Context: an optimization exercise on an open-source flow, tuned for small area and a short achievable clock period. The choices shown serve that exercise and are no tape-out recipe. RTL that was checked went through simulation tests only; none was proved equivalent to the original. Power is estimated from default activity; no workload was simulated.

## run a
==> flow/design.v (excerpt) <==
module bsm_burst_check (
    input  wire         clk,
    input  wire         rst,           
    input  wire         in_valid,
    input  wire [639:0] in_burst,      
    input  wire [47:0]  in_addr,       
    input  wire [13:0]  in_gen,        
    output reg          out_valid,
    output reg  [511:0] out_data,      
    output reg  [2:0]   out_cls0,      
    output reg  [2:0]   out_cls1,      
    output reg  [31:0]  out_synd0,     
    output reg  [31:0]  out_synd1,     
    output reg  [1:0]   out_ss,        
    output reg  [1:0]   out_poison,    
    output reg          out_addr_mis,  
    output reg          out_gen_mis,   
    output reg          out_wb,        
    output reg  [15:0]  ce_cnt,        
    output reg  [15:0]  ue_cnt         
);
    wire [15:0] st0, sm0, st1, sm1;
    wire        ss0, ss1, q0, q1, psn0, psn1;
    bsm_casement_syn u_syn0 (
        .word (in_burst[288:0]),
        .st (st0), .sm (sm0), .ss (ss0), .q (q0), .psn (psn0)
    );
    bsm_casement_syn u_syn1 (
  ...
clock: 10.0 ns
lec_check: 0
cap_margin: 20
core_area: 45 45 335 335
die_area: 0 0 380 380
slew_margin: 20
standard.sh (not shown) runs the stock make flow with config.mk's settings and CLKGATE_MAP_FILE= SYNTH_SCRIPT=/design/flow/synth_recipe.tcl, a recipe that flattens the netlist after the stock synthesis.
==> flow/flow/run.sh <==
#!/bin/bash
# The standard layout, with two changes to how it is made:
#  - port buffers are buf_1 cells (the smallest buffer) instead of the
#    resizer's default pick; repair may still size them up;
#  - from clock-tree synthesis on, timing repair aims at a setup slack of
#    SETUP_MARGIN ns at the design's clock period, so the layout is
#    optimised for a shorter achieved period. The clock period and the
#    constraints are unchanged.
# Each make run's full output goes to its own log here; ORFS's per-step
# logs are under orfs/logs.
set -euo pipefail
SETUP_MARGIN=6.2
export BUFFER_PORTS_ARGS="-buffer_cell sky130_fd_sc_hd__buf_1"
bash standard.sh "BUFFER_PORTS_ARGS=$BUFFER_PORTS_ARGS" synth floorplan place \
    > make_synth_place.log 2>&1
bash standard.sh "BUFFER_PORTS_ARGS=$BUFFER_PORTS_ARGS" \
    SETUP_SLACK_MARGIN=$SETUP_MARGIN finish > make_cts_finish.log 2>&1
Run a: flow completed, timing, DRC and antenna clean
Input-level comparison between run b and run a:
diff --git a/flow/flow/run.sh b/flow/flow/run.sh
--- a/flow/flow/run.sh
+++ b/flow/flow/run.sh
@@ -12 +12 @@
-SETUP_MARGIN=6.2
+SETUP_MARGIN=0
[summary]
| count of cells resized by post-cts repair | higher: run a |
Reported for run b and run a, CTS buffer count turned out identical to the last digit.
[compare] base=run a new=run b: non-clock buffer count neither gained nor lost much; aggregate global-route resource usage neither gained nor lost much; core utilization lost 0.21 points; met3 wire length picked up an extra 0.63%.
Diff run b..run a | synthesized cell count | unchanged
Looking at run b and run a, the fraction of area in multi-input gates is a wash.
[compare] base=run a new=run b: final design area excluding fillers now sits lower; total power after layout barely changed.
Function was not checked in any run of this note: the RTL went through the layout flow alone.


bsm_burst_check, a different RTL version from the one above (not shown whole).
Size in the first run: about 3600 cells after synthesis, ~690 flip-flops, about 1300 I/O pins.
Design bsm_burst_check, start of the top module:
module bsm_burst_check (
    input  wire         clk,
    input  wire         rst,           
    input  wire         in_valid,
    input  wire [639:0] in_burst,      
    input  wire [47:0]  in_addr,       
    input  wire [13:0]  in_gen,        
    output reg          out_valid,
    output wire [511:0] out_data,      
    output reg  [2:0]   out_cls0,      
    output reg  [2:0]   out_cls1,      
    output reg  [31:0]  out_synd0,     
    output reg  [31:0]  out_synd1,     
    output reg  [1:0]   out_ss,        
    output reg  [1:0]   out_poison,    
    output reg          out_addr_mis,  
    output reg          out_gen_mis,   
    output reg          out_wb,        
    output wire [15:0]  ce_cnt,        
    output wire [15:0]  ue_cnt         
);
    wire [15:0] st0, sm0, st1, sm1, er0, er1;
    wire        ss0, ss1;
    wire [2:0]  cls0, cls1;
    wire        ce0, ue0, p0, ce1, ue1, p1;
    bsm_casement_syn u_syn0 (
        .word (in_burst[288:0]),
        .st (st0), .sm (sm0), .ss (ss0), .cls (cls0), .er (er0),
        .ce (ce0), .ue (ue0), .poison (p0)
    );
    bsm_casement_syn u_syn1 (
        .word (in_burst[577:289]),
        .st (st1), .sm (sm1), .ss (ss1), .cls (cls1), .er (er1),
        .ce (ce1), .ue (ue1), .poison (p1)
    );
    wire addr_mis  = (in_burst[625:578] != in_addr);
    wire gen_mis   = (in_burst[639:626] != in_gen);
    wire lintel_ok = ~addr_mis & ~gen_mis;
    wire cnt = in_valid & lintel_ok;
    reg [255:0] r_d0, r_d1;
    reg [15:0]  r_er0, r_er1;
    reg [1:0]   r_ce_inc, r_ue_inc;  
    always @(posedge clk) begin
        if (rst) begin
            out_valid <= 1'b0;
            r_ce_inc  <= 2'd0;
            r_ue_inc  <= 2'd0;
        end else begin
            out_valid <= in_valid;
            r_ce_inc  <= {cnt & ce0 & ce1, cnt & (ce0 ^ ce1)};
            r_ue_inc  <= {cnt & ue0 & ue1, cnt & (ue0 ^ ue1)};
        end
        r_d0         <= in_burst[255:0];
        r_d1         <= in_burst[544:289];
        r_er0        <= er0;
        r_er1        <= er1;
        out_cls0     <= cls0;
        out_cls1     <= cls1;
        out_synd0    <= {sm0, st0};
        out_synd1    <= {sm1, st1};
        out_ss       <= {ss1, ss0};
        out_poison   <= {p1, p0};
        out_addr_mis <= addr_mis;
  ...
==> flow/config.mk <==
export PLATFORM = sky130hd
export DESIGN_NAME = bsm_burst_check
export DESIGN_NICKNAME = bsm_burst_check
export VERILOG_FILES = /design/flow/design.v
export SDC_FILE = /design/flow/constraint.sdc
export NUM_CORES = 4
export LEC_CHECK = 0
export CAP_MARGIN = 20
export CORE_AREA = 60 60 320 320
export CTS_BUF_LIST = sky130_fd_sc_hd__clkbuf_8
export DIE_AREA = 0 0 380 380
export SLEW_MARGIN = 20
==> flow/constraint.sdc <==
create_clock -name core_clock -period 10.0 [get_ports {clk}]
set_input_delay 2.0000 -clock core_clock [delete_from_list [all_inputs] [get_ports {clk}]]
set_output_delay 2.0000 -clock core_clock [all_outputs]
set_load 0.01 [all_outputs]
==> flow/flow/run.sh <==
#!/bin/bash
# The standard layout, with two changes to how it is made:
#  - port buffers are buf_1 cells (the smallest buffer) instead of the
#    resizer's default pick; repair may still size them up;
#  - from clock-tree synthesis on, timing repair aims at a setup slack of
#    SETUP_MARGIN ns at the design's clock period, so the layout is
#    optimised for a shorter achieved period. The clock period and the
#    constraints are unchanged.
# Each make run's full output goes to its own log here; ORFS's per-step
# logs are under orfs/logs.
set -euo pipefail
SETUP_MARGIN=5.0
export BUFFER_PORTS_ARGS="-buffer_cell sky130_fd_sc_hd__buf_1"
bash standard.sh "BUFFER_PORTS_ARGS=$BUFFER_PORTS_ARGS" synth floorplan place \
    > make_synth_place.log 2>&1
bash standard.sh "BUFFER_PORTS_ARGS=$BUFFER_PORTS_ARGS" \
    SETUP_SLACK_MARGIN=$SETUP_MARGIN finish > make_cts_finish.log 2>&1
The first run completed with no timing, DRC or antenna violations.
Next try:
- CTS_BUF_LIST: sky130_fd_sc_hd__clkbuf_8 -> unset
After rerunning:
- die area is unchanged
- clock-buffer cell count falls by 46
- register-to-register slack barely changes
- setup slack gets worse by 0.10 ns
- via count is lower slightly
- hold slack stays flat
Next try:
- CTS_BUF_LIST: unset -> sky130_fd_sc_hd__clkbuf_16
- CTS_CLUSTER_DIAMETER: unset -> 80
- CTS_CLUSTER_SIZE: unset -> 20
Die area is unchanged.
Wire length goes down by 0.39%.
Clock-buffer cell count is lower by 54.
Power drops by 11%.
Function was not checked in any run of this note: the RTL went through the layout flow alone.


== build 97 ==
bsm_burst_check, a different RTL version from the one above (not shown whole).
Size in the first run: about 1200 flip-flops, ~1300 I/O pins.
export LEC_CHECK = 0
export CAP_MARGIN = 20
export CORE_AREA = 30 30 350 350
export CTS_BUF_LIST = sky130_fd_sc_hd__clkbuf_16
export CTS_CLUSTER_DIAMETER = 90
export CTS_CLUSTER_SIZE = 28
export DIE_AREA = 0 0 380 380
export SLEW_MARGIN = 20
create_clock -name core_clock -period 10.0 [get_ports {clk}]
==> flow/flow/run.sh <==
#!/bin/bash
# The standard layout, with two changes to how it is made:
#  - port buffers are buf_1 cells (the smallest buffer) instead of the
#    resizer's default pick; repair may still size them up;
#  - from clock-tree synthesis on, timing repair aims at a setup slack of
#    SETUP_MARGIN ns at the design's clock period, so the layout is
#    optimised for a shorter achieved period. The clock period and the
#    constraints are unchanged.
# Each make run's full output goes to its own log here; ORFS's per-step
# logs are under orfs/logs.
set -euo pipefail
SETUP_MARGIN=6.6
export BUFFER_PORTS_ARGS="-buffer_cell sky130_fd_sc_hd__buf_1"
bash standard.sh "BUFFER_PORTS_ARGS=$BUFFER_PORTS_ARGS" synth floorplan place \
    > make_synth_place.log 2>&1
bash standard.sh "BUFFER_PORTS_ARGS=$BUFFER_PORTS_ARGS" \
    SETUP_SLACK_MARGIN=$SETUP_MARGIN finish > make_cts_finish.log 2>&1
What build 70 does differently from build 97 at the input level:
Settings: CORE_AREA: 30 30 350 350 -> 20 20 360 360.
diff --git a/flow/flow/run.sh b/flow/flow/run.sh
--- a/flow/flow/run.sh
+++ b/flow/flow/run.sh
@@ -11,3 +11,3 @@
 set -euo pipefail
-SETUP_MARGIN=6.6
+SETUP_MARGIN=6.75
 export BUFFER_PORTS_ARGS="-buffer_cell sky130_fd_sc_hd__buf_1"
Results
Looking at power share of the clock group, build 70 sits 0.3 points above build 97. Global placement routability congestion: build 70 > build 97. Build 70: non-clock buffer count is 47 higher than what build 97 reported. As of build 70, worst vdd rail ir drop had risen by a few percent compared to build 97. Compared to build 97, the router laid down less metal wire for build 70.
The inputs of build 78 differ from those of build 70 as listed below.
Settings: CORE_AREA changed from 20 20 360 360 to 30 30 350 350.
diff --git a/flow/flow/run.sh b/flow/flow/run.sh
--- a/flow/flow/run.sh
+++ b/flow/flow/run.sh
@@ -11,3 +11,3 @@
 set -euo pipefail
-SETUP_MARGIN=6.75
+SETUP_MARGIN=6.8
 export BUFFER_PORTS_ARGS="-buffer_cell sky130_fd_sc_hd__buf_1"
[summary]
- Effective utilization at floorplan, build 70 and build 78, higher one = build 78.
- Sort build 70 and build 78 by power desc -> top: build 78
- Compared to build 70, build 78 has cell area after placement 250 um2 lower.
- Against build 70, non-clock buffer count in build 78 rose slightly.
- In terms of worst hold slack, build 78 and build 70 differ only marginally.
- Compared with build 70, build 78 shows non-filler instance count after layout that has gone down by a few percent.
- Against build 70 as the reference, build 78 delivers a lower relative slew slack.
- Sort build 70 and build 78 by number of DRC violations after detailed-routing iteration 0, ascending, and build 70 comes first.
- | design area | build 78 vs build 70 | 3.7% higher |
- Going from build 70 to build 78, global-route wire length before repair grew by a few percent.
The inputs of build 29 differ from those of build 78 as listed below.
Settings: CORE_AREA changed from 30 30 350 350 to 20 20 360 360.
diff --git a/flow/flow/run.sh b/flow/flow/run.sh
--- a/flow/flow/run.sh
+++ b/flow/flow/run.sh
@@ -11,3 +11,3 @@
 set -euo pipefail
-SETUP_MARGIN=6.8
+SETUP_MARGIN=6.7
 export BUFFER_PORTS_ARGS="-buffer_cell sky130_fd_sc_hd__buf_1"
==> comparison <==
No stage failed in build 29, and the final checks on the layout all came back clean. Build 29 vs. build 78: number of vias per cell after detailed routing went down, post-layout total power shows a reduction of 1.6%, reported net switching power barely changed, via count fell about 2%. Against build 78, final worst-path setup slack in build 29 came out worse. [compare] base=build 78 new=build 29: headroom to the max-slew limit now sits higher; register share of the cell area now sits higher; leakage power total now sits lower; area added between synthesis and finish now sits lower.
Input-level comparison between build 63 and build 29:
Settings: CORE_AREA changed from 20 20 360 360 to 55 55 325 325; CTS_CLUSTER_SIZE changed from 28 to 25; PLACE_DENSITY newly set to 0.8; CTS_CLUSTER_DIAMETER changed from 90 to 80.
diff --git a/flow/flow/run.sh b/flow/flow/run.sh
--- a/flow/flow/run.sh
+++ b/flow/flow/run.sh
@@ -11,3 +11,3 @@
 set -euo pipefail
-SETUP_MARGIN=6.7
+SETUP_MARGIN=6.6
 export BUFFER_PORTS_ARGS="-buffer_cell sky130_fd_sc_hd__buf_1"
==> results.txt <==
- Sort build 29 and build 63 by met2 track utilization from global routing asc -> top: build 29
- Compared to build 29, build 63 has relative area change from synthesis to final layout 4.0 points lower.
- On data-path buffer share of cell area in the final layout, the lower figure sits with build 63, not build 29.


The RTL this note starts from:
==> flow/design.v <==
module bsm_casement_syn (
    input  wire [288:0] word,
    output wire [15:0]  st,      
    output wire [15:0]  sm,      
    output wire         q,       
    output wire [3:0]   dz       
);
    wire [255:0] d = word[255:0];
    wire [15:0]  tb = word[271:256];
    wire [15:0]  mb = word[287:272];
    wire         sb = word[288];
    reg [15:0] t;
    reg [15:0] m;
    integer    r, c;
    always @* begin
        for (r = 0; r < 16; r = r + 1)
            t[r] = ^d[16*r +: 16];
        for (c = 0; c < 16; c = c + 1) begin
            m[c] = 1'b0;
            for (r = 0; r < 16; r = r + 1)
                m[c] = m[c] ^ d[16*r + c];
        end
    end
    assign st = t ^ tb;
    assign sm = m ^ mb;
    assign q  = (^tb) ^ sb;
    genvar g;
    generate
        for (g = 0; g < 4; g = g + 1) begin : zq
            assign dz[g] = ~|(d[64*g+32 +: 32] | d[64*g +: 32]);
        end
    endgenerate
endmodule
module bsm_casement_cls (
    input  wire [3:0]   dz,
    input  wire [15:0]  st,
    input  wire [15:0]  sm,
    input  wire         q,
    output wire         ss,      
    output wire [2:0]   cls,     
    output wire [15:0]  er,      
    output wire         ce,      
    output wire         ue,      
    output wire         poison   
);
    assign ss = (^st) ^ q;
    wire psn = (&dz) & (&st) & (&sm) & q;
    wire zt, ot, zm, om;
    bsm_onehot16 u_t (.x(st), .z(zt), .o(ot));
    bsm_onehot16 u_m (.x(sm), .z(zm), .o(om));
    wire no_error  = zt & zm & ~q;
    wire data_err  = ot & om & ~q;
    wire corr      = (zt | ot) & (q ? zm : om);
    wire unc       = ~(psn | no_error | corr);
    assign cls    = {psn, psn | unc | (corr & ~data_err), data_err | unc};
    assign er     = st & {16{data_err}};
    assign ce     = corr;
    assign ue     = unc;
    assign poison = psn | unc;
endmodule
module bsm_onehot16 (
    input  wire [15:0] x,
    output wire        z,
    output wire        o
);
    wire [3:0] z4, o4;
    genvar g;
    generate
        for (g = 0; g < 4; g = g + 1) begin : grp
            wire a = x[4*g], b = x[4*g+1], c = x[4*g+2], e = x[4*g+3];
            assign z4[g] = ~(a | b | c | e);
            assign o4[g] = ((a ^ b) & ~(c | e)) | ((c ^ e) & ~(a | b));
        end
    endgenerate
    assign z = &z4;
    assign o = (o4[0] & z4[1] & z4[2] & z4[3]) |
               (z4[0] & o4[1] & z4[2] & z4[3]) |
               (z4[0] & z4[1] & o4[2] & z4[3]) |
               (z4[0] & z4[1] & z4[2] & o4[3]);
endmodule
module bsm_casement_fix (
    input  wire [255:0] d,
    input  wire [15:0]  er,
    input  wire [15:0]  sm,
    output wire [255:0] data
);
    genvar k;
    generate
        for (k = 0; k < 256; k = k + 1) begin : flip
            assign data[k] = d[k] ^ (er[k >> 4] & sm[k & 15]);
        end
    endgenerate
endmodule
module bsm_burst_check (
    input  wire         clk,
    input  wire         rst,           
    input  wire         in_valid,
    input  wire [639:0] in_burst,      
    input  wire [47:0]  in_addr,       
    input  wire [13:0]  in_gen,        
    output reg          out_valid,
    output reg  [511:0] out_data,      
    output reg  [2:0]   out_cls0,      
    output reg  [2:0]   out_cls1,      
    output reg  [31:0]  out_synd0,     
    output reg  [31:0]  out_synd1,     
    output reg  [1:0]   out_ss,        
    output reg  [1:0]   out_poison,    
    output reg          out_addr_mis,  
    output reg          out_gen_mis,   
    output reg          out_wb,        
    output reg  [15:0]  ce_cnt,        
    output reg  [15:0]  ue_cnt         
);
    wire [15:0] st0, sm0, st1, sm1;
    wire        q0, q1;
    wire [3:0]  dz0, dz1;
    bsm_casement_syn u_syn0 (
        .word (in_burst[288:0]),
        .st (st0), .sm (sm0), .q (q0), .dz (dz0)
    );
    bsm_casement_syn u_syn1 (
        .word (in_burst[577:289]),
        .st (st1), .sm (sm1), .q (q1), .dz (dz1)
    );
    reg         a_valid;
    reg [255:0] a_d0, a_d1;
    reg [15:0]  a_st0, a_sm0, a_st1, a_sm1;
    reg         a_q0, a_q1;
    reg [3:0]   a_dz0, a_dz1;
    reg         a_addr_mis, a_gen_mis;
    always @(posedge clk) begin
        if (rst)
            a_valid <= 1'b0;
        else
            a_valid <= in_valid;
        a_d0       <= in_burst[255:0];
        a_d1       <= in_burst[544:289];
        a_st0      <= st0;
        a_sm0      <= sm0;
        a_q0       <= q0;
        a_dz0      <= dz0;
        a_st1      <= st1;
        a_sm1      <= sm1;
        a_q1       <= q1;
        a_dz1      <= dz1;
        a_addr_mis <= (in_burst[625:578] != in_addr);
        a_gen_mis  <= (in_burst[639:626] != in_gen);
    end
    wire [2:0]   cls0, cls1;
    wire [15:0]  er0, er1;
    wire         ss0, ss1, ce0, ue0, p0, ce1, ue1, p1;
    wire [255:0] data0, data1;
    bsm_casement_cls u_cls0 (
        .dz (a_dz0), .st (a_st0), .sm (a_sm0), .q (a_q0),
        .ss (ss0), .cls (cls0), .er (er0), .ce (ce0), .ue (ue0), .poison (p0)
    );
    bsm_casement_cls u_cls1 (
        .dz (a_dz1), .st (a_st1), .sm (a_sm1), .q (a_q1),
        .ss (ss1), .cls (cls1), .er (er1), .ce (ce1), .ue (ue1), .poison (p1)
    );
    bsm_casement_fix u_fix0 (.d (a_d0), .er (er0), .sm (a_sm0), .data (data0));
    bsm_casement_fix u_fix1 (.d (a_d1), .er (er1), .sm (a_sm1), .data (data1));
    wire lintel_ok = ~a_addr_mis & ~a_gen_mis;
    wire       cnt    = a_valid & lintel_ok;
    wire [1:0] ce_inc = {cnt & ce0 & ce1, cnt & (ce0 ^ ce1)};
    wire [1:0] ue_inc = {cnt & ue0 & ue1, cnt & (ue0 ^ ue1)};
    wire [15:0] ce_next, ue_next;
    bsm_sat_add u_ce_add (.c (ce_cnt), .inc (ce_inc), .sum (ce_next));
    bsm_sat_add u_ue_add (.c (ue_cnt), .inc (ue_inc), .sum (ue_next));
    always @(posedge clk) begin
        if (rst) begin
            out_valid <= 1'b0;
            ce_cnt    <= 16'd0;
            ue_cnt    <= 16'd0;
        end else begin
            out_valid <= a_valid;
            ce_cnt    <= ce_next;
            ue_cnt    <= ue_next;
        end
        out_data     <= {data1, data0};
        out_cls0     <= cls0;
        out_cls1     <= cls1;
        out_synd0    <= {a_sm0, a_st0};
        out_synd1    <= {a_sm1, a_st1};
        out_ss       <= {ss1, ss0};
        out_poison   <= {p1, p0};
        out_addr_mis <= a_addr_mis;
        out_gen_mis  <= a_gen_mis;
        out_wb       <= lintel_ok & (ce0 | ce1);
    end
endmodule
module bsm_sat_add (
    input  wire [15:0] c,
    input  wire [1:0]  inc,
    output wire [15:0] sum
);
    wire        cmax = &c[15:1];
    wire [14:0] u    = cmax ? 15'h7FFF : c[15:1] + 15'd1;
    wire        sel_u = inc[1] | (inc[0] & c[0]);
    assign sum[15:1] = sel_u ? u : c[15:1];
    assign sum[0]    = inc[1] ? (c[0] | cmax) :
                       inc[0] ? (~c[0] | cmax) : c[0];
endmodule
==> flow/config.mk <==
export PLATFORM = sky130hd
export DESIGN_NAME = bsm_burst_check
export DESIGN_NICKNAME = bsm_burst_check
export VERILOG_FILES = /design/flow/design.v
export SDC_FILE = /design/flow/constraint.sdc
export NUM_CORES = 4
export LEC_CHECK = 0
export CAP_MARGIN = 20
export CORE_AREA = 45 45 335 335
export CTS_BUF_LIST = sky130_fd_sc_hd__clkbuf_16
export CTS_CLUSTER_DIAMETER = 80
export CTS_CLUSTER_SIZE = 25
export DIE_AREA = 0 0 380 380
export SLEW_MARGIN = 20
==> flow/constraint.sdc <==
create_clock -name core_clock -period 10.0 [get_ports {clk}]
set_input_delay 2.0000 -clock core_clock [delete_from_list [all_inputs] [get_ports {clk}]]
set_output_delay 2.0000 -clock core_clock [all_outputs]
set_load 0.01 [all_outputs]
==> flow/flow/run.sh <==
#!/bin/bash
# The standard layout, with two changes to how it is made:
#  - port buffers are buf_1 cells (the smallest buffer) instead of the
#    resizer's default pick; repair may still size them up;
#  - from clock-tree synthesis on, timing repair aims at a setup slack of
#    SETUP_MARGIN ns at the design's clock period, so the layout is
#    optimised for a shorter achieved period. The clock period and the
#    constraints are unchanged.
# Each make run's full output goes to its own log here; ORFS's per-step
# logs are under orfs/logs.
set -euo pipefail
SETUP_MARGIN=6.9
export BUFFER_PORTS_ARGS="-buffer_cell sky130_fd_sc_hd__buf_1"
bash standard.sh "BUFFER_PORTS_ARGS=$BUFFER_PORTS_ARGS" synth floorplan place \
    > make_synth_place.log 2>&1
bash standard.sh "BUFFER_PORTS_ARGS=$BUFFER_PORTS_ARGS" \
    SETUP_SLACK_MARGIN=$SETUP_MARGIN finish > make_cts_finish.log 2>&1
The first run completed without violations.
Then changed:
--- a/flow/flow/run.sh
+++ b/flow/flow/run.sh
@@ -10,5 +10,5 @@
 # logs are under orfs/logs.
 set -euo pipefail
-SETUP_MARGIN=6.9
+SETUP_MARGIN=6.6
 export BUFFER_PORTS_ARGS="-buffer_cell sky130_fd_sc_hd__buf_1"
 bash standard.sh "BUFFER_PORTS_ARGS=$BUFFER_PORTS_ARGS" synth floorplan place \
Result: Power decreases by about 5%; synthesized area stays the same; cell count goes down by about 1%; final area falls by 11%; via count came out lower by 1.5%; sequential power shrinks by about 2%; clock power hardly moves.
Then changed:
--- a/flow/flow/run.sh
+++ b/flow/flow/run.sh
@@ -10,5 +10,5 @@
 # logs are under orfs/logs.
 set -euo pipefail
-SETUP_MARGIN=6.6
+SETUP_MARGIN=6.75
 export BUFFER_PORTS_ARGS="-buffer_cell sky130_fd_sc_hd__buf_1"
 bash standard.sh "BUFFER_PORTS_ARGS=$BUFFER_PORTS_ARGS" synth floorplan place \
What happened: Power climbs by about 0.7%; cell area climbs by about 1.7%; global-route usage hardly moves; wire length climbs by about 0.37%; register-to-register slack gains 0.11 ns; synthesized cell count does not change; setup slack gains 0.14 ns; count of clock-buffer cells in the layout does not change; first-iteration DRC count climbs by about 7%; maximum frequency climbs by about 4%; via count climbs by 0.42%.
Then changed:
--- a/flow/flow/run.sh
+++ b/flow/flow/run.sh
@@ -10,5 +10,5 @@
 # logs are under orfs/logs.
 set -euo pipefail
-SETUP_MARGIN=6.75
+SETUP_MARGIN=6.6
 export BUFFER_PORTS_ARGS="-buffer_cell sky130_fd_sc_hd__buf_1"
 bash standard.sh "BUFFER_PORTS_ARGS=$BUFFER_PORTS_ARGS" synth floorplan place \
Settings changed: CORE_AREA 45 45 335 335 to 30 30 350 350.
After rerunning: The new run finished with timing, DRC and antenna clean. Final area decreases by about 0.7%. Sequential cell count stays the same. Routed wire length decreases by about 9%. Critical path depth decreases by 5. Area after synthesis is unchanged. Hold slack gets better by 0.017 ns. Worst setup slack gets worse by 0.13 ns.
Then changed:
--- a/flow/flow/run.sh
+++ b/flow/flow/run.sh
@@ -10,5 +10,5 @@
 # logs are under orfs/logs.
 set -euo pipefail
-SETUP_MARGIN=6.6
+SETUP_MARGIN=6.7
 export BUFFER_PORTS_ARGS="-buffer_cell sky130_fd_sc_hd__buf_1"
 bash standard.sh "BUFFER_PORTS_ARGS=$BUFFER_PORTS_ARGS" synth floorplan place \
Settings changed: CTS_CLUSTER_DIAMETER 80 to 90, CTS_CLUSTER_SIZE 25 to 28.
What happened:
- The changed run passed the timing, DRC and antenna checks
- power is lower slightly
- maximum frequency went up by a few percent
- die area does not change
- worst hold slack hardly moves
- sequential power barely changes
- clock skew goes up by 0.0092 ns
- utilization is higher by 0.79 points

static timing again, ports no longer ideal:
Ports are ideal in the flow. The routed layouts listed here were re-timed in OpenROAD. Step 1 (the two cells are an assumption about what drives the block):
set clk [get_ports {clk}]
set_driving_cell -lib_cell sky130_fd_sc_hd__clkbuf_16 $clk
set_driving_cell -lib_cell sky130_fd_sc_hd__buf_2 [delete_from_list [all_inputs] $clk]
Step 2, shift: input delay + t, output delay - t, t = (earliest + latest rising clock arrival at the registers) / 2. This alone moves slack from input paths to output paths. Slacks: ideal / step 1 / step 2; pairs: ideal / step 1.
| run | shift t [ns] | setup slack, ns | clock arrival spread, ns | worst register clock-pin slew, ns |
|---|---|---|---|---|
| run a | 0.769 | 5.961 / 5.962 / 5.193 | 0.019 / 0.018 | 0.07 / 0.07 |
| run b | 0.772 | 5.655 / 5.665 / 4.893 | 0.023 / 0.022 | 0.07 / 0.07 |
| the first run of note 2 | 0.807 | 5.007 / 4.945 / 4.138 | 0.027 / 0.028 | 0.07 / 0.07 |
| the second run of note 2 | 0.712 | 4.904 / 4.889 / 4.178 | 0.016 / 0.015 | 0.07 / 0.07 |
| the third run of note 2 | 0.706 | 4.955 / 4.974 / 4.268 | 0.028 / 0.029 | 0.09 / 0.09 |
| build 97 | 0.756 | 6.620 / 6.538 / 6.011 | 0.039 / 0.039 | 0.11 / 0.11 |
| build 70 | 0.767 | 6.742 / 6.665 / 6.041 | 0.049 / 0.050 | 0.11 / 0.11 |
| build 78 | 0.764 | 6.752 / 6.668 / 6.013 | 0.044 / 0.045 | 0.11 / 0.11 |
| build 29 | 0.764 | 6.731 / 6.650 / 6.050 | 0.036 / 0.035 | 0.11 / 0.11 |
| build 63 | 0.748 | 6.588 / 6.505 / 5.856 | 0.024 / 0.025 | 0.11 / 0.11 |
| the first run of note 4 | 0.739 | 6.785 / 6.701 / 6.145 | 0.019 / 0.020 | 0.11 / 0.11 |
| the second run of note 4 | 0.730 | 6.603 / 6.526 / 6.031 | 0.030 / 0.031 | 0.10 / 0.10 |
| the third run of note 4 | 0.736 | 6.741 / 6.679 / 6.004 | 0.031 / 0.031 | 0.10 / 0.10 |
| the fourth run of note 4 | 0.782 | 6.611 / 6.528 / 6.028 | 0.030 / 0.030 | 0.11 / 0.11 |
| the fifth run of note 4 | 0.765 | 6.725 / 6.638 / 6.043 | 0.040 / 0.040 | 0.12 / 0.12 |
After both steps every run listed still meets setup and hold. For the first run of note 2, which loses most, drivers alone change the setup slack by -0.062 ns; drivers and shift together by -0.869 ns.
